Background: an optimization exercise with open tools, aiming at small area, a short achievable clock period and few clock cycles. Do not read the settings as production practice.
In this exercise RTL edits were held to simulation tests only and were not proved equivalent to the original.
Power and IR drop assume default switching activity.

--- flow/design.v ---
module roller_dec (
    input  wire        clk,
    input  wire        rst,          
    input  wire        start,        
    input  wire [1:0]  bucket,       
    output wire        idle,
    output reg         done,         
    output reg  [1:0]  status,       
    input  wire        in_valid,
    input  wire [7:0]  in_data,
    output wire        in_ready,
    output wire        wr_en,
    output wire [11:0] wr_addr,
    output wire [7:0]  wr_data,
    output wire        rd_en,
    output wire [11:0] rd_addr,
    input  wire [7:0]  rd_data       
);
    localparam [1:0] ST_OK       = 2'd0,
                     ST_BAD_CODE = 2'd1,
                     ST_BAD_DIST = 2'd2,
                     ST_OVERRUN  = 2'd3;
    reg s_idle;     
    reg s_h0;       
    reg s_h1;       
    reg s_h2;       
    reg s_h3;       
    reg s_tok;      
    reg s_a1;       
    reg s_a2;       
    reg s_a3;       
    reg s_mchk;     
    reg s_run;      
    reg s_lit;      
    reg        k_fill;      
    reg        k_long;      
    reg        bdist;       
    reg        d1;          
    reg [1:0]  code;        
    reg [11:0] rem;         
    reg [12:0] p;           
    reg [12:0] cnt;         
    reg [11:0] rp;          
    assign idle     = s_idle;
    assign wr_en    = s_run || (s_lit && in_valid);
    assign wr_addr  = p[11:0];
    assign wr_data  = s_run ? (k_fill ? rp[7:0] : rd_data) : in_data;
    assign rd_en    = !(s_run && d1);
    assign rd_addr  = rp;
    assign in_ready = !(s_idle || s_mchk || s_run);
    wire [11:0] rem_dec = rem - 12'd1;
    wire [12:0] cnt_dec = cnt - 13'd1;
    wire        cnt_end = (cnt == 13'd0);
    wire        rem_end = (rem == 12'd0);
    wire        ovr     = p[12] || cnt[12] || (cnt[11:0] > ~p[11:0]);
    wire [7:0]  t       = in_data;
    wire        t_lit   = !t[7];
    wire        t_short = t[7:6] == 2'b10;
    wire        t_long  = t[7:4] == 4'hC;
    wire        t_fill  = t[7:4] == 4'hD;
    wire [6:0]  n       = t[6:0];
    wire        lit_bad = ({5'd0, n} >= rem_dec);
    wire        lit_ovr = ({5'd0, n} > ~p[11:0]);
    wire        arg_bad = t_short ? (rem < 12'd2) : t_long ? (rem < 12'd4) : (rem < 12'd3);
    wire [11:0] tl      = {in_data[3:0], rem[7:0]};
    wire        tl_bad  = (in_data[7:4] != 4'd0) || (tl == 12'd0) ||
                          (tl[11:10] > code) ||
                          (tl[11:10] == code && tl[9:2] == 8'hFF && tl[1:0] != 2'd0);
    wire [11:0] dval    = {rp[11:8], in_data};
    wire [13:0] rsum    = {1'b0, p} + {2'b11, ~dval};
    wire [8:0]  lo6     = {1'b0, in_data} + 9'd6;
    wire [4:0]  hi_sum  = {1'b0, in_data[3:0]} + {4'd0, cnt[8]};
    reg        fin;
    reg [1:0]  fst;
    reg        n_idle, n_h0, n_h1, n_h2, n_h3, n_tok, n_a1, n_a2, n_a3, n_mchk, n_run, n_lit;
    always @(*) begin
        fin = 1'b0;
        fst = ST_OK;
        n_idle = 1'b0; n_h0 = 1'b0; n_h1 = 1'b0; n_h2 = 1'b0; n_h3 = 1'b0; n_tok = 1'b0;
        n_a1 = 1'b0; n_a2 = 1'b0; n_a3 = 1'b0; n_mchk = 1'b0; n_run = 1'b0; n_lit = 1'b0;
        if (s_idle) begin
            if (!start)              n_idle = 1'b1;
            else if (bucket == 2'd3) n_lit  = 1'b1;
            else                     n_h0   = 1'b1;
        end
        if (s_h0) begin
            if (!in_valid)              n_h0 = 1'b1;
            else if (in_data != 8'h01)  begin fin = 1'b1; fst = ST_BAD_CODE; end
            else                        n_h1 = 1'b1;
        end
        if (s_h1) begin
            if (!in_valid)                      n_h1 = 1'b1;
            else if (in_data != {6'd0, code})   begin fin = 1'b1; fst = ST_BAD_CODE; end
            else                                n_h2 = 1'b1;
        end
        if (s_h2) begin
            if (!in_valid) n_h2 = 1'b1;
            else           n_h3 = 1'b1;
        end
        if (s_h3) begin
            if (!in_valid)   n_h3 = 1'b1;
            else if (tl_bad) begin fin = 1'b1; fst = ST_BAD_CODE; end
            else             n_tok = 1'b1;
        end
        if (s_tok) begin
            if (rem_end)                  begin fin = 1'b1; fst = p[12] ? ST_OK : ST_BAD_CODE; end
            else if (p[12])               begin fin = 1'b1; fst = ST_OVERRUN; end
            else if (!in_valid)           n_tok = 1'b1;
            else if (t_lit) begin
                if (lit_bad)              begin fin = 1'b1; fst = ST_BAD_CODE; end
                else if (lit_ovr)         begin fin = 1'b1; fst = ST_OVERRUN; end
                else                      n_lit = 1'b1;
            end
            else if (!(t_short || t_long || t_fill) || arg_bad)
                                          begin fin = 1'b1; fst = ST_BAD_CODE; end
            else                          n_a1 = 1'b1;
        end
        if (s_a1) begin
            if (!in_valid)                n_a1 = 1'b1;
            else if (k_fill || k_long)    n_a2 = 1'b1;
            else                          n_mchk = 1'b1;
        end
        if (s_a2) begin
            if (!in_valid)                n_a2 = 1'b1;
            else if (!k_fill)             n_a3 = 1'b1;
            else if (ovr)                 begin fin = 1'b1; fst = ST_OVERRUN; end
            else                          n_run = 1'b1;
        end
        if (s_a3) begin
            if (!in_valid)                n_a3 = 1'b1;
            else                          n_mchk = 1'b1;
        end
        if (s_mchk) begin
            if (bdist)                    begin fin = 1'b1; fst = ST_BAD_DIST; end
            else if (ovr)                 begin fin = 1'b1; fst = ST_OVERRUN; end
            else                          n_run = 1'b1;
        end
        if (s_run) begin
            if (cnt_end)                  n_tok = 1'b1;
            else                          n_run = 1'b1;
        end
        if (s_lit) begin
            if (in_valid && cnt_end)      n_tok = 1'b1;
            else                          n_lit = 1'b1;
        end
        if (fin) n_idle = 1'b1;
    end
    always @(posedge clk) begin
        if (rst) begin
            s_idle <= 1'b1;
            s_h0 <= 1'b0; s_h1 <= 1'b0; s_h2 <= 1'b0; s_h3 <= 1'b0; s_tok <= 1'b0;
            s_a1 <= 1'b0; s_a2 <= 1'b0; s_a3 <= 1'b0; s_mchk <= 1'b0; s_run <= 1'b0; s_lit <= 1'b0;
            done   <= 1'b0;
        end else begin
            s_idle <= n_idle; s_h0 <= n_h0; s_h1 <= n_h1; s_h2 <= n_h2; s_h3 <= n_h3; s_tok <= n_tok;
            s_a1 <= n_a1; s_a2 <= n_a2; s_a3 <= n_a3; s_mchk <= n_mchk; s_run <= n_run; s_lit <= n_lit;
            done   <= fin;
        end
    end
    always @(posedge clk) begin
        if (fin) status <= fst;
        if (s_idle && start) begin
            code <= bucket;
            p    <= 13'd0;
            cnt  <= 13'd4095;
            rem  <= 12'd0;
        end
        if (wr_en) p <= p + 13'd1;
        if (in_valid) begin
            if (s_h2) rem[7:0] <= in_data;
            if (s_h3) rem <= tl;
            if (s_tok || s_a1 || s_a2 || s_a3 || s_lit) rem <= rem_dec;
        end
        if (s_tok && in_valid) begin
            k_fill   <= t[6] & t[4];
            k_long   <= t[6] & ~t[4];
            rp[11:8] <= t[3:0];
            cnt[7:0] <= t[7] ? {5'd0, {1'b0, t[5:4]} + 3'd2} : {1'b0, n};
            cnt[12:8] <= (t[7:6] == 2'b11) ? {1'b0, t[3:0]} : 5'd0;
        end
        if (s_a1 && in_valid) begin
            if (k_fill) begin
                cnt[7:0] <= in_data;
            end else begin
                rp    <= rsum[11:0];
                bdist <= rsum[13];
                d1    <= (dval == 12'd0);
            end
        end
        if (s_a2 && in_valid) begin
            if (k_fill) rp[7:0] <= in_data;
            else        cnt[8:0] <= lo6;
        end
        if (s_a3 && in_valid)
            cnt[12:8] <= (in_data[7:4] != 4'd0) ? 5'h1F : hi_sum;
        if (s_mchk || (s_run && !k_fill)) rp <= rp + 12'd1;
        if (s_run || (s_lit && in_valid)) cnt <= cnt_dec;
    end
endmodule
--- flow/flow/run.sh ---
#!/bin/bash
# Standard layout, with the smallest buffer on the ports and a clock tree
# built without dummy loads.
export BUFFER_PORTS_ARGS="-buffer_cell sky130_fd_sc_hd__buf_1"
export CTS_ARGS="-sink_clustering_enable -repair_clock_nets -sink_clustering_size 30 -sink_clustering_max_diameter 100 -buf_list sky130_fd_sc_hd__clkbuf_8 -dont_use_dummy_load"
bash standard.sh > standard.log 2>&1
--- flow/standard.sh ---
#!/bin/bash
# synth_recipe.tcl (not shown) runs the flow's synth.tcl, then flattens the netlist and writes it again
# the make line also repeats each setting of config.mk as NAME=value (left out here)
make -C /OpenROAD-flow-scripts/flow DESIGN_CONFIG=/design/flow/config.mk WORK_HOME=/design/flow/orfs CLKGATE_MAP_FILE= SYNTH_SCRIPT=/design/flow/synth_recipe.tcl "${@:-finish}"
--- flow/config.mk ---
export PLATFORM = sky130hd
export DESIGN_NAME = roller_dec
export DESIGN_NICKNAME = roller_dec
export VERILOG_FILES = /design/flow/design.v
export SDC_FILE = /design/flow/constraint.sdc
export NUM_CORES = 4
export LEC_CHECK = 0
export ABC_AREA = 1
export CAP_MARGIN = 20
export CORE_MARGIN = 2
export CORE_UTILIZATION = 40
export CTS_BUF_LIST = sky130_fd_sc_hd__clkbuf_8
export CTS_CLUSTER_DIAMETER = 100
export CTS_CLUSTER_SIZE = 30
export GPL_TIMING_DRIVEN = 0
export SETUP_SLACK_MARGIN = 2.8
export SLEW_MARGIN = 20
--- flow/constraint.sdc ---
create_clock -name core_clock -period 5.5 [get_ports {clk}]
set_input_delay 1.1000 -clock core_clock [delete_from_list [all_inputs] [get_ports {clk}]]
set_output_delay 1.1000 -clock core_clock [all_outputs]
set_load 0.01 [all_outputs]
==> results of run 1 <==
## final timing paths
path / startpoint / to / slack (ns) / cells after the start
setup reg to reg: rem[0] / status[1] / 3.02 / 18
hold / removal: s_a2 / s_a2 / 0.49 / 2
hold reg to reg: s_a2 / s_a2 / 0.49 / 2
setup / recovery: in_valid / wr_en / 2.59 / 6
## layer usage
layer,global-route usage,vias to the layer above,share of wire
met5,0,-,0
met4,0.08662,0,0.028
met3,0.04588,40,0.080
met2,0.3930,268,0.44
met1,0.3664,2906,0.46
li1,-,3130,-
## kinds of logic (layout without fill, tap and decap cells)
group | count (synthesis) | after routing | synth area share
flip-flops | 71 | 71 | 0.2950
buffers and inverters | 147 | 254 | 0.1056
AO/OA/AOI/OAI | 213 | 213 | 0.2023
AND/OR/NAND/NOR | 349 | 349 | 0.2550
XOR/XNOR | 24 | 24 | 0.03541
adder cells (fa/ha/maj) | 50 | 50 | 0.1066
## cell usage in the layout (no fill, tap or decap), drive strengths merged, types with 7 or more instances in the layout
cell,count
nand2,160
buf,118
inv,107
nor2,94
o21ai,84
a21oi,76
ha,49
nand3,44
dfxtp,38
edfxtp,33
nor3,29
clkbuf,25
xor2,18
nand4,11
o22ai,9
o211ai,7
## state kept, by name (all words and copies together) (netlist names), 2 cells and up, named ones only
| name | flops |
|---|---|
| cnt | 13 |
| p | 13 |
| rem | 12 |
| rp | 12 |
| code | 2 |
| status | 2 |
## worst max-delay path, stage by stage
cell and delay (ns):
buf_8 0.10, buf_6 0.11, a21oi_4 0.17, inv_2 0.07, clkbuf_16 0.15, buf_6 0.11
## power groups by stage
| stage | sequential (mW) | combinational [mW] | clock [mW] |
|---|---|---|---|
| after floorplan | 0.621 | 0.270 | 0 |
| after global placement | 0.633 | 0.372 | 0 |
| after detailed placement | 0.633 | 0.373 | 0 |
| after CTS | 0.621 | 0.408 | 0.348 |
| after global routing | 0.626 | 0.487 | 0.366 |
| final | 0.622 | 0.436 | 0.345 |
## cell type report
cell class	instances	share of cell area
repair buffers	98	0.09002
multi-input cells	636	0.5130
flip-flops and latches	71	0.2414
well taps	184	0.03173
plain buffers	36	0.03897
clock buffers	9	0.01707
inverters	111	0.06777
## through the flow
stage,cell area (um^2),utilization
floorplan,6030,-
global placement,6481,0.4459
detailed placement,6481,0.4459
CTS,7023,0.4832
global route,7256,0.4992
finish,7256,0.4992
## what timing repair did
| item | 4_1_cts | 5_1_grt |
|---|---|---|
| setup buffers | 22 | 17 |
| setup endpoints to repair | 46 | 21 |
| resized for setup | 79 | 38 |
| pin swaps | 5 | 9 |
==> impl_metrics.py, run 1 <==
metrics = {
    "run_status": {
        "status": "no timing/DRC/antenna violations",
    },
    "timing": {
        "max-slew-margin-rel": 0.5724,
        "whs_ns": 0.4863,
        "hold_violations": 0,
        "worstMarginPinSlew_ns": 0.6414,
        "clock_skew_ns": 0.02090,
        "min_period_ns": 2.910,
        "timing.final.ws_setup_ns": 2.590,
        "rsz0062_at_grt": "yes",
        "maxSlewViolCount": 0,
        "max_freq_mhz": 343.6,
        "tns_ns": 0,
        "fin_crit_sh": 0.5291,
        "setup_violations": 0,
    },
    "synth": {
        "synth-main-ff-cell": "dfxtp_1",
        "synth_edf_count": 33,
        "yosys.cell_count.top_type": "nand2_1",
        "synthArstFlopShare": 0,
        "synth_seq_cells": 71,
        "synth_common_cells": "nand2_1, inv_1, nor2_1",
        "syn_avg_cell_area_um2": 6.952,
        "synth_seq_area_share": 0.2950,
        "synth.net_count": 926,
        "synth_area_leaders": "edfxtp_1, dfxtp_1, ha_1, nand2_1, o21ai_0",
        "synthCells": 854,
        "synth_cell_types": 45,
        "yosys_warnings": 1,
        "synth_top_area_frac": 0.1669,
        "syn_area_um2": 5937,
        "synth_top_cell_by_area": "edfxtp_1",
    },
    "clocking": {
        "path_clk_slew_ns": 0.09,
        "cts_buffers": 9,
        "tritoncts": "built",
        "clk_latency_ns": 0.38,
        "clock_path_buffers": 2,
        "cts_sinks": 71,
        "htree_levels": 3,
        "ctsHoldBuffers": 0,
        "cts_root_buf": "clkbuf_8",
    },
    "detailed_routing": {
        "wirelength_mm": 20.02,
        "firstDrtPassIters": 5,
        "drc_errors": 0,
        "routedWlPerCell_um": 17.49,
        "vias": 6344,
        "ant_nets": 0,
        "drt_iter0_drc": 649,
        "via_per_inst": 5.541,
    },
    "die": {
        "die_area_um2": 15830,
        "coreArea_um2": 14530,
        "start_util": 0.4085,
        "rows": 44,
        "ios": 61,
        "die_h_um": 125.8,
        "die_x_um": 125.8,
    },
    "placed_design": {
        "place_ws_ns": 1.550,
        "port_buffers": 59,
        "gp_congestion": 0.9170,
        "place_hpwl_mm": 14.39,
        "place_inst": 1097,
    },
    "power_and_ir_drop": {
        "p_leak_nw": 3.199,
        "p_comb_frac": 0.311,
        "p_int_mw": 0.9027,
        "clkPwrFrac": 0.246,
        "p_sw_mw": 0.4994,
        "peakVddDrop_mv": 0.1112,
        "powerDensity_nw_per_um2": 193.2,
        "power_mw": 1.402,
        "p_seq_frac": 0.443,
        "swShare": 0.3562,
    },
    "global_route": {
        "grt-ovfl-total": 0,
        "track_usage": 0.2567,
        "grt_pass1_vias": 5944,
        "grt_pass1_wl_mm": 31.78,
        "antenna_found_initial": 0,
        "grt_max_degree": 14,
    },
    "finish": {
        "fillers": 1517,
        "insertedDiodeCount": 0,
        "syn2layout_area_growth_pct": 22.21,
        "fin_cells": 1145,
        "regArea_um2": 1752,
        "nets": 1035,
        "drive_gt1_frac": 0.1519,
        "multi_input_area_um2": 3722,
    },
    "worst_setup_path": {
        "cp_max_fo": 3,
        "cp-start-kind": "input pin",
        "critPathKind": "in -> out",
        "worstPathRequired_ns": 4.40,
        "cp-end-kind": "output port",
        "cp_data_arrival_time_ns": 1.81,
    },
    "min_path": {
        "hp-class": "reg -> reg",
    },
    "job": {
        "drv_cap": 0,
    },
}
Testbench counts, summed over its fixed seeds: cycles 801,453.
==> run 2: changes to the inputs <==
--- a/flow/config.mk
+++ b/flow/config.mk
@@ -8,10 +8,9 @@
 export ABC_AREA = 1
 export CAP_MARGIN = 20
 export CORE_MARGIN = 2
-export CORE_UTILIZATION = 40
+export CORE_UTILIZATION = 65
 export CTS_BUF_LIST = sky130_fd_sc_hd__clkbuf_8
 export CTS_CLUSTER_DIAMETER = 100
 export CTS_CLUSTER_SIZE = 30
-export GPL_TIMING_DRIVEN = 0
 export SETUP_SLACK_MARGIN = 2.8
 export SLEW_MARGIN = 20
==> run 2 against run 1 <==
Worst hold slack improved by 0.012 ns. Sequential power about the same. Clock power is 4% lower. Power shrank 2.0%. Register-to-register slack about the same. Sequential share of layout area grew 1.5 points. Utilization grew 28 points. Critical endpoint is now wr_data[3]. Largest power group unchanged.
==> impl_metrics.py, run 2 <==
metrics = {
    "worst_setup_path": {
        "slowest_stage": "o22ai_4",
        "cp_common_cell": "buf_6",
        "r2r_start": "p[6]",
        "cp_data_arrival_time_ns": 1.63,
        "cp-start-kind": "input pin",
        "reg2regPathDepth": 10,
        "worstPathRequired_ns": 4.40,
        "cp-end-kind": "output port",
        "critPathKind": "in -> out",
        "crit_start": "in_data[3]",
        "cp_max_fo": 3,
        "max_stage_delay_ns": 0.14,
        "worstPathCellList": "buf_1 > buf_6 > clkinv_8 > o22ai_4 > buf_6",
    },
    "synth": {
        "synth_top_cell_by_area": "edfxtp_1",
        "synth_edf_count": 33,
        "syn_avg_cell_area_um2": 6.952,
        "synth.net_count": 926,
        "synth_cell_types": 45,
        "synth-main-ff-cell": "dfxtp_1",
        "yosys_warnings": 1,
        "synth_area_leaders": "edfxtp_1, dfxtp_1, ha_1, nand2_1, o21ai_0",
        "synth_common_cells": "nand2_1, inv_1, nor2_1",
        "synth_top_area_frac": 0.1669,
        "synthArstFlopShare": 0,
        "synth_seq_cells": 71,
        "yosys.cell_count.top_type": "nand2_1",
        "synthCells": 854,
        "syn_area_um2": 5937,
        "synth_seq_area_share": 0.2950,
    },
    "clocking": {
        "ctsHoldBuffers": 0,
        "clock_path_buffers": 2,
        "htree_levels": 3,
        "tritoncts": "built",
        "cts_buffers": 9,
        "clk_latency_ns": 0.37,
        "cts_root_buf": "clkbuf_8",
        "path_clk_slew_ns": 0.07,
        "cts_sinks": 71,
    },
    "detailed_routing": {
        "via_per_inst": 6.319,
        "firstDrtPassIters": 5,
        "drc_errors": 0,
        "routedWlPerCell_um": 18.65,
        "ant_nets": 0,
        "drt_iter0_drc": 672,
        "wirelength_mm": 19.08,
        "vias": 6464,
    },
    "placed_design": {
        "place_area_um2": 6193,
        "place_hpwl_mm": 13.57,
        "port_buffers": 60,
        "gp_congestion": 1.000,
        "place_ws_ns": 1.934,
    },
    "finish": {
        "multi_input_area_um2": 3729,
        "nets": 989,
        "layout_commonest_cell": "nand2_1",
        "layout_common_cells": "nand2_1, inv_1, nor2_1",
        "fillers": 655,
        "final_cell_area_um2": 6835,
        "insertedDiodeCount": 0,
        "syn2layout_area_growth_pct": 15.13,
        "largest_registers": "cnt x13, p x13",
        "regArea_um2": 1753,
        "drive_gt1_frac": 0.1246,
    },
    "global_route": {
        "grt_max_degree": 22,
        "grt_pass1_wl_mm": 29.05,
        "track_usage": 0.3775,
        "antenna_found_initial": 0,
        "grt-ovfl-total": 0,
        "grt_pass1_vias": 5744,
    },
    "power_and_ir_drop": {
        "peakVddDrop_mv": 0.1346,
        "powerDensity_nw_per_um2": 201.1,
        "p_leak_nw": 2.994,
    },
    "timing": {
        "clock_skew_ns": 0.03741,
        "worstMarginPinSlew_ns": 0.7491,
        "hold_violations": 0,
        "tns_ns": 0,
        "whs_ns": 0.4985,
        "min_period_ns": 2.733,
        "rsz0062_at_grt": "yes",
        "setup_violations": 0,
        "max-slew-margin-rel": 0.4988,
        "max_freq_mhz": 365.8,
        "fin_crit_sh": 0.4970,
        "maxSlewViolCount": 0,
        "timing.final.ws_setup_ns": 2.767,
    },
    "die": {
        "rows": 34,
        "ios": 61,
        "die_area_um2": 9914,
        "die_h_um": 99.57,
        "start_util": 0.6742,
        "die_x_um": 99.57,
        "coreArea_um2": 8806,
    },
    "min_path": {
        "min_from": "s_a2",
        "hold_depth": 2,
        "hp-class": "reg -> reg",
    },
    "run_status": {
        "status": "no timing/DRC/antenna violations",
    },
    "job": {
        "drv_cap": 0,
    },
}
[run 2: per-layer routing]
| layer | vias up | routed length, um | track usage |
|---|---|---|---|
| met5 | - | 0 | 0 |
| met4 | 0 | 712 | 0.1675 |
| met3 | 70 | 2375 | 0.08503 |
| li1 | 3047 | - | - |
| met2 | 462 | 8165 | 0.5660 |
| met1 | 2885 | 7823 | 0.5232 |
[run 2: critical path, delay by kind of cell]
family	cells	cell delay, ns
AO/OA/AOI/OAI	1	0.14
buffers and inverters	4	0.39
[run 2: repair_timing]
action	in CTS	in global routing
endpoints found under the setup margin	35	23
buffers inserted	11	12
gates resized for setup	73	33
pin swaps	2	7
gates cloned	1	0
[run 2: logic make-up (layout without fill, tap and decap cells)]
family / count (synthesis) / count (layout) / share of synthesized area
compound gates: 213 / 213 / 0.2023
xor+xnor: 24 / 24 / 0.03541
fa+ha+maj: 50 / 50 / 0.1066
buf+inv: 147 / 208 / 0.1056
flops: 71 / 71 / 0.2950
simple gates: 349 / 349 / 0.2550
[run 2: final timing paths]
| kind | end | slack, ns |
|---|---|---|
| max | wr_data[3] | 2.77 |
| min | s_a2 | 0.50 |
| max reg2reg | status[0] | 3.01 |
| min reg2reg | s_a2 | 0.50 |
[run 2: area by class of cell]
class | count | share of cell area
timing repair buffer | 88 | 0.08915
sequential | 71 | 0.2565
multi-input combinational | 636 | 0.5455
inverter | 111 | 0.07102
tap | 108 | 0.01977
clock buffer | 9 | 0.01812
[run 2: report_power, final]
group,internal [mW],switching (mW)
clock network,0.146,0.185
registers,0.581,0.0409
logic,0.162,0.259
total,0.889,0.485
[run 2: through the flow]
stage / instances / total power, mW / util
2_1_floorplan: 854 / 0.8913 / -
3_3_place_gp: 990 / 0.9802 / 0.7033
3_5_place_dp: 990 / 0.9896 / 0.7033
4_1_cts: 1011 / 1.333 / 0.7528
5_1_grt: 1023 / 1.435 / 0.7762
6_report: 1023 / 1.375 / 0.7762
==> run 3: changes to the inputs <==
--- a/flow/config.mk
+++ b/flow/config.mk
@@ -8,7 +8,7 @@
 export ABC_AREA = 1
 export CAP_MARGIN = 20
 export CORE_MARGIN = 2
-export CORE_UTILIZATION = 65
+export CORE_UTILIZATION = 50
 export CTS_BUF_LIST = sky130_fd_sc_hd__clkbuf_8
 export CTS_CLUSTER_DIAMETER = 100
 export CTS_CLUSTER_SIZE = 30
==> run 3 against run 2 <==
Wire length grew 6.4%. Power is essentially flat. Count of clock-buffer cells in the layout is the same. Largest cell class unchanged.
==> impl_metrics.py, run 3 <==
metrics = {
    "run_status": {
        "status": "no timing/DRC/antenna violations",
    },
    "die": {
        "coreArea_um2": 11520,
        "ios": 61,
        "rows": 39,
        "die_h_um": 113.0,
        "start_util": 0.5155,
        "die_x_um": 113.0,
        "die_area_um2": 12760,
    },
    "timing": {
        "rsz0062_at_grt": "yes",
        "whs_ns": 0.4932,
        "maxSlewViolCount": 0,
        "max_freq_mhz": 364.8,
        "worstMarginPinSlew_ns": 0.7787,
        "setup_violations": 0,
        "fin_crit_sh": 0.4984,
        "tns_ns": 0,
        "max-slew-margin-rel": 0.4790,
        "clock_skew_ns": 0.02498,
        "min_period_ns": 2.741,
        "hold_violations": 0,
    },
    "finish": {
        "layout_commonest_cell": "nand2_1",
        "nets": 985,
        "syn2layout_area_growth_pct": 14.56,
        "insertedDiodeCount": 0,
        "final_cell_area_um2": 6802,
        "multi_input_area_um2": 3686,
        "fillers": 1109,
        "layout_common_cells": "nand2_1, inv_1, nor2_1",
        "regArea_um2": 1755,
        "drive_gt1_frac": 0.1098,
        "largest_registers": "cnt x13, p x13",
    },
    "worst_setup_path": {
        "worstPathRequired_ns": 4.40,
        "max_stage_delay_ns": 0.14,
        "cp-end-kind": "output port",
        "slowest_stage": "buf_6",
        "worstPathCellList": "buf_1 > buf_6 > clkinv_8 > o22ai_2 > buf_2",
        "cp_data_arrival_time_ns": 1.64,
        "cp_top_family": "buffers and inverters",
        "critPathKind": "in -> out",
        "cp_max_fo": 2,
        "cp-start-kind": "input pin",
        "critPathBufInv": 4,
    },
    "synth": {
        "synth.net_count": 926,
        "synth_edf_count": 33,
        "synth_seq_area_share": 0.2950,
        "syn_avg_cell_area_um2": 6.952,
        "synthCells": 854,
        "yosys.cell_count.top_type": "nand2_1",
        "synthArstFlopShare": 0,
        "synth_cell_types": 45,
        "yosys_warnings": 1,
        "synth_top_cell_by_area": "edfxtp_1",
        "synth_seq_cells": 71,
        "syn_area_um2": 5937,
        "synth_area_leaders": "edfxtp_1, dfxtp_1, ha_1, nand2_1, o21ai_0",
        "synth_top_area_frac": 0.1669,
        "synth-main-ff-cell": "dfxtp_1",
        "synth_common_cells": "nand2_1, inv_1, nor2_1",
    },
    "detailed_routing": {
        "vias": 6281,
        "ant_nets": 0,
        "firstDrtPassIters": 17,
        "drc_errors": 0,
        "drt_iter0_drc": 581,
        "via_per_inst": 5.959,
        "wirelength_mm": 20.30,
        "routedWlPerCell_um": 19.26,
    },
    "placed_design": {
        "gp_congestion": 0.9303,
        "port_buffers": 60,
        "place_hpwl_mm": 14.45,
        "place_area_um2": 6237,
    },
    "power_and_ir_drop": {
        "p_seq_frac": 0.454,
        "p_leak_nw": 2.962,
        "p_sw_mw": 0.4924,
        "p_int_mw": 0.8810,
        "p_comb_frac": 0.299,
        "peakVddDrop_mv": 0.1649,
        "swShare": 0.3585,
        "clkPwrFrac": 0.248,
        "powerDensity_nw_per_um2": 201.9,
    },
    "global_route": {
        "track_usage": 0.3195,
        "grt_max_degree": 22,
        "grt_pass1_vias": 5975,
        "grt_pass1_wl_mm": 31.57,
        "grt-ovfl-total": 0,
        "antenna_found_initial": 0,
    },
    "min_path": {
        "hp-class": "reg -> reg",
    },
    "job": {
        "drv_cap": 0,
    },
    "clocking": {
        "clk_latency_ns": 0.37,
        "tritoncts": "built",
        "clock_path_buffers": 2,
        "path_clk_slew_ns": 0.08,
        "htree_levels": 3,
        "cts_buffers": 9,
        "cts_sinks": 71,
        "cts_root_buf": "clkbuf_8",
    },
}
==> run 3: cell counts after synthesis <==
Identical to the previous run, type by type.
==> run 3: what timing repair did <==
action	in CTS	in global routing
endpoints found under the setup margin	39	23
cloned	1	0
endpoints found under the hold margin	0	0
hold buffers	0	0
resized for setup	72	24
pin swaps	2	3
setup buffers	10	9
==> run 3: cells by family (layout without fill, tap and decap cells) <==
kind of cell    count (synthesis)  in the layout  share of synthesized area
simple gates                  349            349                     0.2550
xor+xnor                       24             24                    0.03541
flops                          71             71                     0.2950
compound gates                213            213                     0.2023
buf+inv                       147            204                     0.1056
fa+ha+maj                      50             50                     0.1066
==> run 3: worst register-to-register path: cells and delay by family (launching register included) <==
kind	cells	cell delay (ns)
and+or+nand+nor	14	0.94
adders and majority gates	2	0.55
DFF	1	0.48
xor gates and xnor gates	1	0.34
buffers and inverters	3	0.19
==> run 3: power by group through the flow <==
stage	sequential, mW	clock (mW)	combinational [mW]
global route	0.627	0.361	0.456
floorplan	0.621	0	0.270
global placement	0.633	0	0.360
detailed placement	0.634	0	0.364
finish	0.623	0.340	0.410
CTS	0.623	0.343	0.391
==> run 3: path summary, 6_finish.rpt <==
kind | from | endpoint | slack [ns] | cells after the start
setup / recovery | in_data[3] | wr_data[3] | 2.76 | 5
hold / removal | s_a2 | s_a2 | 0.49 | 2
setup reg to reg | rem[1] | done | 2.89 | 20
hold reg to reg | s_a2 | s_a2 | 0.49 | 2
==> run 3: cell type report <==
class / instances / share of cell area
clock buffers: 9 / 0.01821
well taps: 143 / 0.02631
flip-flops and latches: 71 / 0.2581
multi-input cells: 636 / 0.5419
repair buffers: 84 / 0.08260
inverters: 111 / 0.07285
==> run 3: per-layer routing <==
layer,GRT usage,wire length [um],vias up
li1,-,-,3019
met1,0.4425,8610,2884
met2,0.4952,9139,325
met3,0.04392,1768,53
met4,0.1520,780,0
met5,0,0,-
==> run 3: stage by stage <==
step	utilization	total power [mW]	std cells	setup slack (ns)
2_1_floorplan	-	0.8913	854	2.804
5_1_grt	0.5906	1.443	1054	2.711
3_3_place_gp	0.5416	0.9925	1025	1.547
3_5_place_dp	0.5416	0.9987	1025	1.585
6_report	0.5906	1.373	1054	2.759
4_1_cts	0.5793	1.356	1045	2.757
==> run 4: changes to the inputs <==
--- a/flow/config.mk
+++ b/flow/config.mk
@@ -8,9 +8,9 @@
 export ABC_AREA = 1
 export CAP_MARGIN = 20
 export CORE_MARGIN = 2
-export CORE_UTILIZATION = 50
+export CORE_UTILIZATION = 40
 export CTS_BUF_LIST = sky130_fd_sc_hd__clkbuf_8
 export CTS_CLUSTER_DIAMETER = 100
 export CTS_CLUSTER_SIZE = 30
-export SETUP_SLACK_MARGIN = 2.8
+export SETUP_SLACK_MARGIN = 2.9
 export SLEW_MARGIN = 20
==> run 4 against run 3 <==
Register-to-register slack improved by 0.18 ns. Largest power group unchanged. Worst setup slack got worse by 0.067 ns. Die area rose by 24%. Combinational power rose by 6.6%. Largest cell class unchanged. Critical path depth did not move. Worst hold slack got worse by 0.0064 ns.
==> impl_metrics.py, run 4 <==
metrics = {
    "synth": {
        "syn_avg_cell_area_um2": 6.952,
        "synth-main-ff-cell": "dfxtp_1",
        "synthArstFlopShare": 0,
        "syn_area_um2": 5937,
        "synth_seq_cells": 71,
        "synth_seq_area_share": 0.2950,
        "yosys_warnings": 1,
        "yosys.cell_count.top_type": "nand2_1",
        "synth_top_cell_by_area": "edfxtp_1",
        "synthCells": 854,
        "synth_cell_types": 45,
        "synth_edf_count": 33,
        "synth_top_area_frac": 0.1669,
        "synth_area_leaders": "edfxtp_1, dfxtp_1, ha_1, nand2_1, o21ai_0",
        "synth_common_cells": "nand2_1, inv_1, nor2_1",
        "synth.net_count": 926,
    },
    "run_status": {
        "status": "no timing/DRC/antenna violations",
    },
    "power_and_ir_drop": {
        "p_int_mw": 0.8977,
        "swShare": 0.3617,
        "peakVddDrop_mv": 0.09765,
        "clkPwrFrac": 0.246,
        "powerDensity_nw_per_um2": 194.5,
        "p_leak_nw": 3.095,
        "p_seq_frac": 0.443,
        "p_comb_frac": 0.311,
        "p_sw_mw": 0.5088,
        "power_mw": 1.407,
    },
    "clocking": {
        "clock_path_buffers": 2,
        "clk_latency_ns": 0.38,
        "htree_levels": 3,
        "path_clk_slew_ns": 0.08,
        "ctsHoldBuffers": 0,
        "cts_sinks": 71,
        "cts_buffers": 9,
        "tritoncts": "built",
        "cts_root_buf": "clkbuf_8",
    },
    "global_route": {
        "grt-ovfl-total": 0,
        "track_usage": 0.2583,
        "grt_max_degree": 20,
        "grt_pass1_wl_mm": 31.81,
        "antenna_found_initial": 0,
        "grt_pass1_vias": 5670,
    },
    "detailed_routing": {
        "via_per_inst": 5.606,
        "ant_nets": 0,
        "drt_iter0_drc": 535,
        "firstDrtPassIters": 6,
        "routedWlPerCell_um": 18.34,
        "drc_errors": 0,
        "wirelength_mm": 20.58,
        "vias": 6290,
    },
    "finish": {
        "insertedDiodeCount": 0,
        "syn2layout_area_growth_pct": 21.81,
        "nets": 1012,
        "drive_gt1_frac": 0.1706,
        "layout_commonest_cell": "nand2_1",
        "multi_input_area_um2": 3875,
        "fin_cells": 1122,
        "largest_registers": "cnt x13, p x13",
        "regArea_um2": 1753,
        "layout_common_cells": "nand2_1, inv_1, nor2_1",
        "fillers": 1510,
    },
    "worst_setup_path": {
        "critPathBufInv": 4,
        "reg2regPathDepth": 18,
        "cp_common_cell": "buf_6",
        "r2r_slack_ns": 3.07,
        "max_stage_delay_ns": 0.22,
        "cp-start-kind": "input pin",
        "cp_top_family": "buffers and inverters",
        "worstPathCellList": "buf_1 > buf_6 > a21oi_4 > inv_6 > buf_6",
        "r2r_end": "status[0]",
        "critPathKind": "in -> out",
        "cp_data_arrival_time_ns": 1.71,
        "worstPathRequired_ns": 4.40,
        "cp-end-kind": "output port",
        "r2r_start": "rem[1]",
        "slowest_stage": "a21oi_4",
        "cp_max_fo": 2,
    },
    "timing": {
        "worstMarginPinSlew_ns": 0.6362,
        "rsz0062_at_grt": "yes",
        "hold_violations": 0,
        "max-slew-margin-rel": 0.5758,
        "tns_ns": 0,
        "clock_skew_ns": 0.02380,
        "max_freq_mhz": 356.1,
        "fin_crit_sh": 0.5106,
        "maxSlewViolCount": 0,
        "setup_violations": 0,
        "min_period_ns": 2.808,
    },
    "min_path": {
        "hp-class": "reg -> reg",
        "hold_depth": 2,
    },
    "job": {
        "drv_cap": 0,
    },
    "die": {
        "die_area_um2": 15830,
        "coreArea_um2": 14530,
        "die_x_um": 125.8,
        "die_h_um": 125.8,
        "start_util": 0.4085,
        "ios": 61,
        "rows": 44,
    },
    "placed_design": {
        "place_inst": 1069,
        "place_hpwl_mm": 13.79,
        "port_buffers": 60,
        "gp_congestion": 0.9148,
    },
}
==> run 4: changes by cell type in the layout (fill, tap and decap cells not counted), sizes merged <==
cell	delta
a21oi	+1
inv	-2
clkinvlp	+2
buf	+25
clkinv	+1
==> run 4: power by group through the flow <==
stage / Sequential (mW) / Clock (mW) / Combinational [mW]
2_1_floorplan: 0.622 / 0 / 0.277
3_3_place_gp: 0.634 / 0 / 0.364
3_5_place_dp: 0.634 / 0 / 0.364
4_1_cts: 0.622 / 0.353 / 0.403
5_1_grt: 0.628 / 0.369 / 0.487
6_report: 0.624 / 0.346 / 0.437
==> run 4: timing repair <==
item | in CTS | in global routing
setup buffers | 29 | 13
resized for setup | 78 | 48
endpoints found under the setup margin | 34 | 37
cloned | 2 | 0
pin swaps | 20 | 25
==> run 4: cell families (layout without fill, tap and decap cells) <==
group,count (synthesis),in the layout,synth area share
fa+ha+maj,50,50,0.1066
simple gates,349,349,0.2550
buf+inv,147,230,0.1056
compound gates,213,214,0.2023
flops,71,71,0.2950
xor+xnor,24,24,0.03541
==> run 4: worst min-delay path: stages, from the launching register on <==
cell     delay (ns)
dfxtp_1        0.33
nand2_1        0.06
a21oi_1        0.05
==> run 4: worst max path at each step <==
| stage | slack, ns | from | endpoint | cells after the start |
|---|---|---|---|---|
| after CTS | 2.70 | in_valid | wr_en | 5 |
| after detailed placement | 1.94 | in_data[4] | status[1] | 14 |
| after global routing | 2.68 | in_valid | wr_en | 5 |
| after floorplan | 2.83 | in_valid | wr_en | 4 |
| final | 2.69 | in_valid | wr_en | 5 |
| after global placement | 2.00 | in_data[4] | status[1] | 14 |
==> run 4: final cells by class <==
| type | instances | share of cell area |
|---|---|---|
| inverters | 111 | 0.07180 |
| well taps | 184 | 0.03183 |
| multi-input cells | 637 | 0.5358 |
| repair inverters | 1 | 0.0005190 |
| repair buffers | 109 | 0.1005 |
| flip-flops and latches | 71 | 0.2424 |
| clock buffers | 9 | 0.01713 |
==> run 4: per-layer routing <==
metal,GRT usage,vias up,share of wire
met5,0,-,0
li1,-,3071,-
met3,0.05140,46,0.092
met2,0.3825,309,0.43
met4,0.1041,0,0.033
met1,0.3693,2864,0.44
==> run 4: metrics by stage <==
stage	area (um^2)	util	hold WS, ns	worst slack [ns]
after floorplan	6125	-	0.4512	2.833
after detailed placement	6386	0.4394	0.4721	1.939
final	7232	0.4976	0.4868	2.692
after CTS	6983	0.4805	0.4832	2.700
after global routing	7232	0.4976	0.5244	2.676
after global placement	6386	0.4394	0.4680	1.996
==> run 5: changes to the inputs <==
--- a/flow/config.mk
+++ b/flow/config.mk
@@ -12,5 +12,5 @@
 export CTS_BUF_LIST = sky130_fd_sc_hd__clkbuf_8
 export CTS_CLUSTER_DIAMETER = 100
 export CTS_CLUSTER_SIZE = 30
-export SETUP_SLACK_MARGIN = 2.9
+export SETUP_SLACK_MARGIN = 2.75
 export SLEW_MARGIN = 20
==> run 5 against run 4 <==
Register-to-register slack worse by 0.03 ns. Combinational power shrank 8.7%. Wire length shrank 6.4%. Power shrank 3.2%. Clock power down 1%. Critical path type unchanged. Critical endpoint is now wr_data[5].
==> impl_metrics.py, run 5 <==
metrics = {
    "run_status": {
        "status": "no timing/DRC/antenna violations",
    },
    "worst_setup_path": {
        "cp_max_fo": 1,
        "cp_data_arrival_time_ns": 1.65,
        "cp-end-kind": "output port",
        "critPathKind": "in -> out",
        "worstPathRequired_ns": 4.40,
        "cp-start-kind": "input pin",
    },
    "finish": {
        "fillers": 1521,
        "fin_cells": 1099,
        "syn2layout_area_growth_pct": 15.45,
        "layout_commonest_cell": "nand2_1",
        "insertedDiodeCount": 0,
        "final_cell_area_um2": 6854,
        "multi_input_area_um2": 3679,
        "layout_common_cells": "nand2_1, inv_1, nor2_1",
        "finish.utilization": 0.4716,
        "largest_registers": "cnt x13, p x13",
        "regArea_um2": 1753,
        "nets": 989,
        "drive_gt1_frac": 0.1137,
    },
    "timing": {
        "tns_ns": 0,
        "maxSlewViolCount": 0,
        "max-slew-margin-rel": 0.5493,
        "fin_crit_sh": 0.5008,
        "worstMarginPinSlew_ns": 0.6760,
        "max_freq_mhz": 363.1,
        "clock_skew_ns": 0.02581,
        "hold_violations": 0,
        "min_period_ns": 2.754,
        "rsz0062_at_grt": "yes",
        "setup_violations": 0,
    },
    "synth": {
        "synth_top_cell_by_area": "edfxtp_1",
        "synth_edf_count": 33,
        "synth_cell_types": 45,
        "synth_top_area_frac": 0.1669,
        "synth.net_count": 926,
        "synthArstFlopShare": 0,
        "synthCells": 854,
        "synth_seq_area_share": 0.2950,
        "syn_area_um2": 5937,
        "synth_common_cells": "nand2_1, inv_1, nor2_1",
        "syn_avg_cell_area_um2": 6.952,
        "yosys_warnings": 1,
        "synth_area_leaders": "edfxtp_1, dfxtp_1, ha_1, nand2_1, o21ai_0",
        "synth_seq_cells": 71,
        "synth-main-ff-cell": "dfxtp_1",
        "yosys.cell_count.top_type": "nand2_1",
    },
    "die": {
        "die_area_um2": 15830,
        "die_h_um": 125.8,
        "coreArea_um2": 14530,
        "start_util": 0.4085,
        "ios": 61,
        "die_x_um": 125.8,
        "rows": 44,
    },
    "clocking": {
        "clk_latency_ns": 0.38,
        "htree_levels": 3,
        "cts_root_buf": "clkbuf_8",
        "path_clk_slew_ns": 0.08,
        "cts_sinks": 71,
        "cts_buffers": 9,
        "clock_path_buffers": 2,
        "tritoncts": "built",
    },
    "detailed_routing": {
        "ant_nets": 0,
        "drt_iter0_drc": 557,
        "firstDrtPassIters": 5,
        "drc_errors": 0,
        "vias": 6124,
        "via_per_inst": 5.572,
        "wirelength_mm": 19.27,
        "routedWlPerCell_um": 17.53,
    },
    "global_route": {
        "antenna_found_initial": 0,
        "grt_max_degree": 22,
        "grt-ovfl-total": 0,
        "grt_pass1_wl_mm": 30.79,
        "track_usage": 0.2470,
        "grt_pass1_vias": 5581,
    },
    "power_and_ir_drop": {
        "p_sw_mw": 0.4824,
        "p_comb_frac": 0.293,
        "p_int_mw": 0.8790,
        "p_seq_frac": 0.457,
        "swShare": 0.3543,
        "peakVddDrop_mv": 0.1292,
        "clkPwrFrac": 0.250,
        "powerDensity_nw_per_um2": 198.6,
        "power_mw": 1.361,
        "p_leak_nw": 2.956,
    },
    "placed_design": {
        "place_hpwl_mm": 13.79,
        "port_buffers": 60,
        "gp_congestion": 0.8915,
        "place_inst": 1067,
        "place_area_um2": 6281,
    },
    "min_path": {
        "hp-class": "reg -> reg",
    },
    "job": {
        "drv_cap": 0,
    },
}
run 5: path summary, 6_finish.rpt:
| kind | startpoint | end | slack [ns] | cells past startpoint |
|---|---|---|---|---|
| worst max-delay path | rd_data[5] | wr_data[5] | 2.75 | 4 |
| worst min-delay path | s_a2 | s_a2 | 0.49 | 2 |
| worst max register to register | rem[0] | status[1] | 3.04 | 18 |
| worst min register to register | s_a2 | s_a2 | 0.49 | 2 |
run 5: per-layer routing:
| layer | vias up | track usage | wire length (um) |
|---|---|---|---|
| li1 | 3038 | - | - |
| met1 | 2839 | 0.3646 | 9093 |
| met2 | 223 | 0.3679 | 8496 |
| met3 | 24 | 0.04333 | 1313 |
| met4 | 0 | 0.07563 | 364 |
| met5 | - | 0 | 0 |
run 5: per-stage QoR:
stage | hold WS, ns | worst slack (ns)
2_1_floorplan | 0.4512 | 2.736
3_3_place_gp | 0.4739 | 1.648
3_5_place_dp | 0.4744 | 1.634
4_1_cts | 0.4862 | 2.735
5_1_grt | 0.5042 | 2.711
6_report | 0.4851 | 2.746
run 5: final cells by class:
cell class                 instances  area share
tap                              184     0.03359
inverter                         111     0.07083
clock buffer                       9     0.01807
multi-input combinational        636      0.5367
timing repair buffer              88     0.08507
sequential                        71      0.2558
run 5: worst max-delay path, cell delays in order:
cell	delay, ns
buf_1	0.06
o21ai_0	0.23
o22ai_2	0.11
buf_2	0.16
run 5: cell families after synthesis:
family / Yosys count / synth area share
compound gates: 213 / 0.2023
xor+xnor: 24 / 0.03541
simple gates: 349 / 0.2550
buf+inv: 147 / 0.1056
flops: 71 / 0.2950
fa+ha+maj: 50 / 0.1066
run 5: power by group through the flow:
stage	sequential (mW)	clock (mW)	combinational, mW
2_1_floorplan	0.621	0	0.268
3_3_place_gp	0.633	0	0.359
3_5_place_dp	0.633	0	0.358
4_1_cts	0.621	0.350	0.386
5_1_grt	0.626	0.363	0.449
6_report	0.622	0.341	0.399
run 5: repair_timing:
| item | 4_1_cts | 5_1_grt |
|---|---|---|
| gates cloned | 1 | 0 |
| hold buffers | 0 | 0 |
| endpoints found under the setup margin | 37 | 22 |
| pin swaps | 4 | 4 |
| buffers inserted | 14 | 8 |
| resized for setup | 72 | 19 |
==> run 6: changes to the inputs <==
--- a/flow/config.mk
+++ b/flow/config.mk
@@ -6,11 +6,11 @@
 export NUM_CORES = 4
 export LEC_CHECK = 0
 export ABC_AREA = 1
-export CAP_MARGIN = 20
+export CAP_MARGIN = 0
 export CORE_MARGIN = 2
 export CORE_UTILIZATION = 40
 export CTS_BUF_LIST = sky130_fd_sc_hd__clkbuf_8
 export CTS_CLUSTER_DIAMETER = 100
 export CTS_CLUSTER_SIZE = 30
-export SETUP_SLACK_MARGIN = 2.75
-export SLEW_MARGIN = 20
+export SETUP_SLACK_MARGIN = 2.8
+export SLEW_MARGIN = 0
==> run 6 against run 5 <==
Still clean on timing, DRC and antenna. Count of clock-buffer cells in the layout did not move. First-iteration DRC count is 0.36% lower. Non-clock buffer count fell by 6. Clock skew up 0.0032 ns. Die area unchanged. Combinational power about the same. Critical path depth did not move. Maximum frequency hardly changed. Clock power increased by 2%. Power rose by 0.65%. Wire length up 0.64%. Worst setup slack hardly changed. Critical path type unchanged.
==> impl_metrics.py, run 6 <==
metrics = {
    "finish": {
        "drive_gt1_frac": 0.1100,
        "final_cell_area_um2": 6865,
        "fillers": 1497,
        "largest_registers": "cnt x13, p x13",
        "layout_common_cells": "nand2_1, inv_1, nor2_1",
        "layout_commonest_cell": "nand2_1",
        "insertedDiodeCount": 0,
        "fin_cells": 1093,
        "multi_input_area_um2": 3675,
        "syn2layout_area_growth_pct": 15.64,
        "nets": 983,
        "regArea_um2": 1753,
    },
    "global_route": {
        "grt-ovfl-total": 0,
        "grtUsageMet2": 0.3774,
        "met3_usage": 0.05650,
        "grt_pass1_vias": 5420,
        "antenna_found_initial": 0,
        "grt_busiest_layer": "met2",
        "track_usage": 0.2432,
        "met1_usage": 0.3488,
        "grt_pass1_wl_mm": 30.22,
        "grt_max_degree": 22,
    },
    "power_and_ir_drop": {
        "p_sw_mw": 0.4896,
        "swShare": 0.3573,
        "p_leak_nw": 2.949,
        "p_comb_frac": 0.291,
        "powerDensity_nw_per_um2": 199.6,
        "peakVddDrop_mv": 0.1239,
        "clkPwrFrac": 0.254,
        "p_int_mw": 0.8806,
        "p_seq_frac": 0.455,
    },
    "timing": {
        "max_freq_mhz": 363.1,
        "setup_violations": 0,
        "hold_violations": 0,
        "worstMarginPinSlew_ns": 0.7213,
        "tns_ns": 0,
        "fin_crit_sh": 0.5007,
        "maxSlewViolCount": 0,
        "timing.final.ws_setup_ns": 2.746,
        "whs_ns": 0.4914,
        "clock_skew_ns": 0.02900,
        "max-slew-margin-rel": 0.5173,
        "rsz0062_at_grt": "yes",
        "min_period_ns": 2.754,
    },
    "clocking": {
        "cts_root_buf": "clkbuf_8",
        "clk_latency_ns": 0.38,
        "cts_sinks": 71,
        "clock_path_buffers": 2,
        "tritoncts": "built",
        "cts_buffers": 9,
        "path_clk_slew_ns": 0.09,
        "htree_levels": 3,
    },
    "worst_setup_path": {
        "cp-end-kind": "output port",
        "cp_data_arrival_time_ns": 1.65,
        "max_stage_delay_ns": 0.18,
        "worstPathCellList": "buf_12 > inv_4 > o22ai_1 > buf_2",
        "critPathKind": "in -> out",
        "cp-start-kind": "input pin",
        "cp_max_fo": 11,
        "critPathBufInv": 3,
        "reg2regPathDepth": 19,
        "slowest_stage": "o22ai_1",
        "r2r_end": "status[0]",
        "worstPathRequired_ns": 4.40,
        "r2r_slack_ns": 3.03,
        "r2r_start": "rem[2]",
        "cp_top_family": "buffers and inverters",
    },
    "die": {
        "die_h_um": 125.8,
        "die_x_um": 125.8,
        "start_util": 0.4085,
        "die_area_um2": 15830,
        "ios": 61,
        "rows": 44,
        "coreArea_um2": 14530,
    },
    "min_path": {
        "hold_depth": 2,
        "hp-class": "reg -> reg",
    },
    "synth": {
        "yosys_warnings": 1,
        "synthArstFlopShare": 0,
        "synth_area_leaders": "edfxtp_1, dfxtp_1, ha_1, nand2_1, o21ai_0",
        "synth_seq_cells": 71,
        "synth-main-ff-cell": "dfxtp_1",
        "synth_top_area_frac": 0.1669,
        "synth_top_cell_by_area": "edfxtp_1",
        "syn_area_um2": 5937,
        "synth_common_cells": "nand2_1, inv_1, nor2_1",
        "synth_seq_area_share": 0.2950,
        "synthCells": 854,
        "synth_edf_count": 33,
        "synth_cell_types": 45,
        "syn_avg_cell_area_um2": 6.952,
        "synth.net_count": 926,
        "yosys.cell_count.top_type": "nand2_1",
    },
    "detailed_routing": {
        "drt_iter0_drc": 555,
        "drc_errors": 0,
        "wirelength_mm": 19.39,
        "firstDrtPassIters": 5,
        "via_per_inst": 5.589,
        "vias": 6109,
        "ant_nets": 0,
        "routedWlPerCell_um": 17.74,
    },
    "placed_design": {
        "place_area_um2": 6289,
        "place_ws_ns": 1.852,
        "port_buffers": 60,
        "place_hpwl_mm": 13.81,
        "place_inst": 1066,
        "gp_congestion": 0.9016,
    },
    "job": {
        "drv_cap": 0,
    },
    "run_status": {
        "status": "no timing/DRC/antenna violations",
    },
}
## run 6: layer usage
layer	wire [um]	share of wire
met4	235	0.012
met1	9066	0.47
met5	0	0
met3	1370	0.071
met2	8720	0.45
## run 6: cells by family after synthesis
group	share of synthesized area
adders and majority gates	0.1066
AOI/OAI and AO/OA	0.2023
DFF	0.2950
and+or+nand+nor	0.2550
xor gates and xnor gates	0.03541
buffers and inverters	0.1056
## run 6: worst min-delay path: cells and delay by family (launching register included)
| family | cells | cell delay (ns) |
|---|---|---|
| compound gates | 1 | 0.05 |
| simple gates | 1 | 0.07 |
| flops | 1 | 0.33 |
## run 6: what timing repair did
item / 4_1_cts / 5_1_grt
endpoints found under the setup margin: 37 / 22
resized for setup: 74 / 25
pin swaps: 2 / 4
buffers inserted: 9 / 7
hold buffers: 0 / 0
cloned: 1 / 1
## run 6: area by class of cell
class / instances / area share
tap: 184 / 0.03353
inverter: 111 / 0.07290
multi-input combinational: 636 / 0.5353
sequential: 71 / 0.2553
clock buffer: 9 / 0.01804
timing repair buffer: 82 / 0.08493
## run 6: power groups by stage
stage | Sequential, mW | Combinational, mW | Clock (mW)
after global placement | 0.634 | 0.358 | 0
after floorplan | 0.621 | 0.270 | 0
after CTS | 0.622 | 0.384 | 0.355
after global routing | 0.627 | 0.445 | 0.378
final | 0.623 | 0.399 | 0.348
after detailed placement | 0.634 | 0.358 | 0
## run 6: how the worst max path moves through the flow
| stage | start | to | cells past startpoint | slack, ns |
|---|---|---|---|---|
| finish | in_data[6] | wr_data[6] | 4 | 2.75 |
| CTS | in_data[3] | wr_data[3] | 5 | 2.73 |
| global route | k_fill | wr_data[5] | 4 | 2.73 |
| global placement | in_data[5] | status[1] | 14 | 1.93 |
| floorplan | in_valid | wr_en | 4 | 2.80 |
| detailed placement | in_data[5] | status[0] | 14 | 1.85 |
## run 6: per-stage QoR
step	total power, mW	util
floorplan	0.8913	-
global placement	0.9916	0.4327
detailed placement	0.9920	0.4327
CTS	1.361	0.4622
global route	1.450	0.4724
finish	1.370	0.4724
==> run 7: changes to the inputs <==
==> flow/flow/run.sh (replaced) <==
#!/bin/bash
# Standard layout with the smallest buffer on the ports, a clock tree built
# without dummy loads, and timing repair limited to sizing and pin swaps.
export BUFFER_PORTS_ARGS="-buffer_cell sky130_fd_sc_hd__buf_1"
export CTS_ARGS="-sink_clustering_enable -repair_clock_nets -sink_clustering_size 30 -sink_clustering_max_diameter 100 -buf_list sky130_fd_sc_hd__clkbuf_8 -dont_use_dummy_load"
export SETUP_MOVE_SEQUENCE="unbuffer,sizeup,swap"
bash standard.sh > standard.log 2>&1
--- a/flow/config.mk
+++ b/flow/config.mk
@@ -6,11 +6,11 @@
 export NUM_CORES = 4
 export LEC_CHECK = 0
 export ABC_AREA = 1
-export CAP_MARGIN = 0
+export CAP_MARGIN = 20
 export CORE_MARGIN = 2
 export CORE_UTILIZATION = 40
 export CTS_BUF_LIST = sky130_fd_sc_hd__clkbuf_8
 export CTS_CLUSTER_DIAMETER = 100
 export CTS_CLUSTER_SIZE = 30
 export SETUP_SLACK_MARGIN = 2.8
-export SLEW_MARGIN = 0
+export SLEW_MARGIN = 20
==> run 7 against run 6 <==
Area after synthesis unchanged. Utilization down 2.3 points. Count of clock-buffer cells in the layout unchanged. Flip-flop and latch count unchanged. Still clean on timing, DRC and antenna. Worst setup slack worse by 0.22 ns. Maximum frequency is 7.3% lower. Wire length is 4.3% lower. Worst hold slack got worse by 0.0016 ns. Synthesized cell count unchanged. Power is 2.0% lower. Via count is 1.6% lower.
==> impl_metrics.py, run 7 <==
metrics = {
    "run_status": {
        "status": "no timing/DRC/antenna violations",
    },
    "finish": {
        "layout_common_cells": "nand2_1, inv_1, nor2_1",
        "drive_gt1_frac": 0.07969,
        "final_cell_area_um2": 6535,
        "largest_registers": "cnt x13, p x13",
        "insertedDiodeCount": 0,
        "nets": 965,
        "syn2layout_area_growth_pct": 10.07,
        "layout_commonest_cell": "nand2_1",
        "finish.utilization": 0.4496,
        "fin_cells": 1075,
    },
    "worst_setup_path": {
        "cp_data_arrival_time_ns": 1.87,
        "cp-end-kind": "output port",
        "slowest_stage": "edfxtp_1",
        "cp-start-kind": "register",
        "critPathKind": "reg -> out",
        "cp_max_fo": 14,
        "cp_top_family": "flip-flops",
        "worstPathRequired_ns": 4.40,
        "worstPathCellList": "inv_1 > nor2_1 > o22ai_1 > buf_1",
        "critPathBufInv": 2,
        "max_stage_delay_ns": 0.61,
    },
    "timing": {
        "worstMarginPinSlew_ns": 0.7210,
        "timing.final.ws_setup_ns": 2.530,
        "hold_violations": 0,
        "setup_violations": 0,
        "clock_skew_ns": 0.02602,
        "whs_ns": 0.4898,
        "max_freq_mhz": 336.7,
        "rsz0062_at_grt": "yes",
        "tns_ns": 0,
        "max-slew-margin-rel": 0.5176,
        "min_period_ns": 2.970,
        "fin_crit_sh": 0.5401,
        "maxSlewViolCount": 0,
    },
    "global_route": {
        "grtUsageMet2": 0.3606,
        "grt_max_degree": 22,
        "met1_usage": 0.3479,
        "grt-ovfl-total": 0,
        "antenna_found_initial": 0,
        "met3_usage": 0.04376,
        "track_usage": 0.2355,
        "grt_pass1_vias": 5326,
        "grt_busiest_layer": "met2",
        "grt_pass1_wl_mm": 29.46,
    },
    "placed_design": {
        "place_hpwl_mm": 13.81,
        "gp_congestion": 0.9016,
        "place_inst": 1066,
        "place_area_um2": 6289,
        "port_buffers": 60,
        "place_ws_ns": 1.852,
    },
    "power_and_ir_drop": {
        "powerDensity_nw_per_um2": 205.6,
        "p_sw_mw": 0.4798,
        "p_comb_frac": 0.279,
        "p_int_mw": 0.8636,
        "clkPwrFrac": 0.257,
        "peakVddDrop_mv": 0.1233,
        "power_mw": 1.343,
        "p_seq_frac": 0.464,
        "p_leak_nw": 2.787,
        "swShare": 0.3571,
    },
    "detailed_routing": {
        "wirelength_mm": 18.55,
        "drc_errors": 0,
        "ant_nets": 0,
        "drt_iter0_drc": 571,
        "firstDrtPassIters": 5,
        "routedWlPerCell_um": 17.25,
        "vias": 6013,
        "via_per_inst": 5.593,
    },
    "die": {
        "start_util": 0.4085,
        "rows": 44,
        "die_h_um": 125.8,
        "die_area_um2": 15830,
        "die_x_um": 125.8,
        "ios": 61,
        "coreArea_um2": 14530,
    },
    "synth": {
        "synth_seq_cells": 71,
        "synth-main-ff-cell": "dfxtp_1",
        "synth_cell_types": 45,
        "yosys.cell_count.top_type": "nand2_1",
        "synthArstFlopShare": 0,
        "yosys_warnings": 1,
        "synth_top_cell_by_area": "edfxtp_1",
        "syn_avg_cell_area_um2": 6.952,
        "synth.net_count": 926,
        "synth_top_area_frac": 0.1669,
        "synth_common_cells": "nand2_1, inv_1, nor2_1",
        "synthCells": 854,
        "syn_area_um2": 5937,
        "synth_seq_area_share": 0.2950,
        "synth_area_leaders": "edfxtp_1, dfxtp_1, ha_1, nand2_1, o21ai_0",
        "synth_edf_count": 33,
    },
    "job": {
        "drv_cap": 0,
    },
    "clocking": {
        "cts_buffers": 9,
        "clock_path_buffers": 2,
        "cts_sinks": 71,
        "cts_root_buf": "clkbuf_8",
        "path_clk_slew_ns": 0.09,
        "clk_latency_ns": 0.38,
        "tritoncts": "built",
        "ctsHoldBuffers": 0,
        "htree_levels": 3,
    },
    "min_path": {
        "hp-class": "reg -> reg",
    },
}
==> run 7: path summary, 6_finish.rpt <==
check / cells past startpoint / startpoint / slack (ns) / endpoint
max reg2reg: 6 / k_fill / 3.03 / rp[7]
min: 2 / s_a1 / 0.49 / s_a1
max: 4 / k_fill / 2.53 / wr_data[5]
min reg2reg: 2 / s_a1 / 0.49 / s_a1
==> run 7: cells by family after synthesis <==
| family | count (synthesis) | share of synthesized area |
|---|---|---|
| XOR/XNOR | 24 | 0.03541 |
| AO/OA/AOI/OAI | 213 | 0.2023 |
| adder cells (fa/ha/maj) | 50 | 0.1066 |
| AND/OR/NAND/NOR | 349 | 0.2550 |
| buffers and inverters | 147 | 0.1056 |
| flip-flops | 71 | 0.2950 |
==> run 7: final cells by class <==
cell class / count / area (um^2)
fill: 1539 / 7999
multi-input combinational: 636 / 3659
sequential: 71 / 1753
inverter: 111 / 459.2
timing repair buffer: 64 / 310.3
tap: 184 / 230.2
clock buffer: 9 / 123.9
==> run 7: worst reg2reg max path, cell delays in order, from the launching register on <==
cell and delay [ns]:
edfxtp_1 0.66, inv_1 0.35, nor2_1 0.66, nor2_1 0.21, a221oi_1 0.31, o21ai_0 0.13, o21ai_0 0.09
==> run 7: repair_timing <==
action	in CTS	in global routing
buffers inserted	0	0
hold endpoints to repair	0	0
resized for setup	33	15
setup endpoints to repair	37	18
pin swaps	1	4
==> run 7: layer usage <==
layer / wire length [um] / share of wire
met5: 0 / 0
met4: 170 / 0.0092
met3: 1218 / 0.066
met2: 8237 / 0.44
met1: 8923 / 0.48
==> run 7: power groups by stage <==
| stage | clock [mW] | sequential (mW) | combinational, mW |
|---|---|---|---|
| global placement | 0 | 0.634 | 0.358 |
| global route | 0.377 | 0.627 | 0.421 |
| floorplan | 0 | 0.621 | 0.270 |
| CTS | 0.355 | 0.622 | 0.367 |
| detailed placement | 0 | 0.634 | 0.358 |
| finish | 0.346 | 0.623 | 0.375 |
==> run 8: changes to the inputs <==
==> flow/flow/run.sh (replaced) <==
#!/bin/bash
# Standard layout with the smallest buffer on the ports, a clock tree built
# without dummy loads, and timing repair without gate cloning or load splitting.
export BUFFER_PORTS_ARGS="-buffer_cell sky130_fd_sc_hd__buf_1"
export CTS_ARGS="-sink_clustering_enable -repair_clock_nets -sink_clustering_size 30 -sink_clustering_max_diameter 100 -buf_list sky130_fd_sc_hd__clkbuf_8 -dont_use_dummy_load"
export SETUP_MOVE_SEQUENCE="unbuffer,sizeup,swap,buffer"
bash standard.sh > standard.log 2>&1
==> run 8 against run 7 <==
Utilization rose by 1.9 points. Register-to-register slack got worse by 0.02 ns. Maximum frequency rose by 6.6%. Wire length rose by 2.7%. Worst hold slack improved by 0.0038 ns. Power rose by 1.7%. Combinational power rose by 5.3%. Critical path depth rose by 1. Synthesized cell count did not move.
==> impl_metrics.py, run 8 <==
metrics = {
    "clocking": {
        "tritoncts": "built",
        "cts_sinks": 71,
        "clk_latency_ns": 0.38,
        "cts_buffers": 9,
        "clock_path_buffers": 2,
        "path_clk_slew_ns": 0.09,
        "htree_levels": 3,
        "ctsHoldBuffers": 0,
        "cts_root_buf": "clkbuf_8",
    },
    "synth": {
        "synth_area_leaders": "edfxtp_1, dfxtp_1, ha_1, nand2_1, o21ai_0",
        "syn_avg_cell_area_um2": 6.952,
        "synth-adder-area-share": 0.1066,
        "synthArstFlopShare": 0,
        "synth_top_area_frac": 0.1669,
        "yosys_warnings": 1,
        "synth_seq_cells": 71,
        "synth_top_cell_by_area": "edfxtp_1",
        "synth_common_cells": "nand2_1, inv_1, nor2_1",
        "synthCells": 854,
        "synthSimpleGateAreaFrac": 0.2550,
        "synth_compound_area_frac": 0.2023,
        "synth.net_count": 926,
        "synth_top_family_by_area": "simple AND/OR/NAND/NOR gates",
        "synth_seq_area_share": 0.2950,
        "yosys.cell_count.top_type": "nand2_1",
        "synthMuxAreaShare": 0,
        "synth_xor_xnor_area_share": 0.03541,
        "synth_edf_count": 33,
        "synth-main-ff-cell": "dfxtp_1",
        "synth_cell_types": 45,
        "syn_area_um2": 5937,
    },
    "power_and_ir_drop": {
        "p_sw_mw": 0.4893,
        "p_int_mw": 0.8774,
        "peakVddDrop_mv": 0.1234,
        "powerDensity_nw_per_um2": 200.9,
        "p_comb_frac": 0.289,
        "swShare": 0.3580,
        "clkPwrFrac": 0.255,
        "power_mw": 1.367,
        "p_seq_frac": 0.456,
        "p_leak_nw": 2.915,
    },
    "placed_design": {
        "place_inst": 1066,
        "gp_congestion": 0.9016,
        "place_hpwl_mm": 13.81,
        "port_buffers": 60,
        "place_ws_ns": 1.852,
        "place_area_um2": 6289,
    },
    "die": {
        "start_util": 0.4085,
        "die_x_um": 125.8,
        "die_area_um2": 15830,
        "die_h_um": 125.8,
        "ios": 61,
        "rows": 44,
        "coreArea_um2": 14530,
    },
    "global_route": {
        "grt_pass1_vias": 5406,
        "track_usage": 0.2407,
        "antenna_found_initial": 0,
        "grt_pass1_wl_mm": 29.97,
        "grt_max_degree": 22,
        "grt-ovfl-total": 0,
    },
    "timing": {
        "maxSlewViolCount": 0,
        "min_period_ns": 2.786,
        "max_freq_mhz": 358.9,
        "worstMarginPinSlew_ns": 0.7097,
        "clock_skew_ns": 0.02894,
        "tns_ns": 0,
        "hold_violations": 0,
        "fin_crit_sh": 0.5065,
        "setup_violations": 0,
        "max-slew-margin-rel": 0.5251,
        "timing.final.ws_setup_ns": 2.714,
        "rsz0062_at_grt": "yes",
        "whs_ns": 0.4936,
    },
    "worst_setup_path": {
        "reg2regPathDepth": 19,
        "max_stage_delay_ns": 0.18,
        "r2r_start": "rem[2]",
        "critPathBufInv": 4,
        "cp-end-kind": "output port",
        "worstPathCellList": "buf_12 > a21oi_4 > buf_12 > inv_4 > buf_6",
        "critPathKind": "in -> out",
        "slowest_stage": "buf_12",
        "cp_data_arrival_time_ns": 1.69,
        "r2r_end": "status[0]",
        "r2r_slack_ns": 3.01,
        "worstPathRequired_ns": 4.40,
        "cp_max_fo": 21,
        "cp-start-kind": "input pin",
        "cp_common_cell": "buf_12",
        "cp_top_family": "buffers and inverters",
    },
    "detailed_routing": {
        "ant_nets": 0,
        "wirelength_mm": 19.04,
        "drt_iter0_drc": 580,
        "drc_errors": 0,
        "via_per_inst": 5.545,
        "vias": 6022,
        "routedWlPerCell_um": 17.53,
        "firstDrtPassIters": 5,
    },
    "min_path": {
        "min_from": "s_a1",
        "hold_depth": 2,
        "hp-class": "reg -> reg",
        "min_delay_worst_endpoint": "s_a1",
    },
    "finish": {
        "syn2layout_area_growth_pct": 14.60,
        "largest_registers": "cnt x13, p x13",
        "nets": 976,
        "finish.utilization": 0.4681,
        "final_cell_area_um2": 6804,
        "fin_cells": 1086,
        "layout_commonest_cell": "nand2_1",
        "drive_gt1_frac": 0.1042,
        "insertedDiodeCount": 0,
        "layout_common_cells": "nand2_1, inv_1, nor2_1",
    },
    "run_status": {
        "status": "no timing/DRC/antenna violations",
    },
    "job": {
        "drv_cap": 0,
    },
}
## run 8: routing by layer
| layer | wire [um] | track usage | share of wire |
|---|---|---|---|
| met1 | 9173 | 0.3451 | 0.48 |
| met2 | 8519 | 0.3723 | 0.45 |
| met3 | 1064 | 0.05395 | 0.056 |
| met4 | 285 | 0.05301 | 0.015 |
| met5 | 0 | 0 | 0 |
## run 8: final cells by class
class | count | area (um^2)
Fill cell | 1504 | 7730
Multi-Input combinational cell | 636 | 3677
Sequential cell | 71 | 1753
Timing Repair Buffer | 75 | 519.2
Inverter | 111 | 500.5
Tap cell | 184 | 230.2
Clock buffer | 9 | 123.9
## run 8: power groups by stage
| stage | Sequential, mW | Clock (mW) | Combinational [mW] |
|---|---|---|---|
| 2_1_floorplan | 0.621 | 0 | 0.270 |
| 3_3_place_gp | 0.634 | 0 | 0.358 |
| 5_1_grt | 0.627 | 0.378 | 0.441 |
| 4_1_cts | 0.622 | 0.355 | 0.383 |
| 3_5_place_dp | 0.634 | 0 | 0.358 |
| 6_report | 0.623 | 0.348 | 0.395 |
## run 8: worst max path at each step
stage / start / endpoint / slack, ns / cells past startpoint
finish: in_valid / wr_en / 2.71 / 5
global placement: in_data[5] / status[1] / 1.93 / 14
detailed placement: in_data[5] / status[0] / 1.85 / 14
CTS: in_valid / wr_en / 2.72 / 5
global route: in_valid / wr_en / 2.70 / 5
floorplan: in_valid / wr_en / 2.80 / 4
## run 8: tightest hold or removal path, stage by stage (launching register included)
cell,delay [ns]
dfxtp_1,0.33
nand2_1,0.06
a21oi_1,0.06
## run 8: repair_timing
item,in CTS,in global routing
setup buffers,7,4
cloned,0,0
resized for setup,75,25
endpoints found under the setup margin,37,22
pin swaps,2,5
## run 8: cell families (layout without fill, tap and decap cells)
group	count (synthesis)	in the layout
adder cells (fa/ha/maj)	50	50
AO/OA/AOI/OAI	213	213
AND/OR/NAND/NOR	349	349
XOR/XNOR	24	24
buffers and inverters	147	195
flip-flops	71	71

## separate check: timing with driven ports
No port has a modelled driver above. Below, the same layouts with a new extraction and two added sets of constraints.
Step 1: set_driving_cell puts a clkbuf_16 on clk and a buf_2 on each other input, an assumption about the parent block.
Step 2 times the ports against the registers' clock, not the clock port: input delays grow and output delays shrink by t, the midpoint of the rising clock arrivals with the driver on.
Slacks: ideal / step 1 / step 2; pairs: ideal / step 1.
| run | shift t [ns] | setup slack, ns |
|---|---|---|
| run 1 | 0.407 | 2.590 / 2.546 / 2.462 |
| run 2 | 0.387 | 2.767 / 2.707 / 2.466 |
| run 3 | 0.395 | 2.759 / 2.725 / 2.393 |
| run 4 | 0.403 | 2.692 / 2.672 / 2.422 |
| run 5 | 0.404 | 2.746 / 2.685 / 2.443 |
| run 6 | 0.399 | 2.746 / 2.669 / 2.504 |
| run 7 | 0.398 | 2.530 / 2.493 / 2.535 |
| run 8 | 0.398 | 2.714 / 2.663 / 2.517 |
After both steps setup and hold are still met in every run listed.
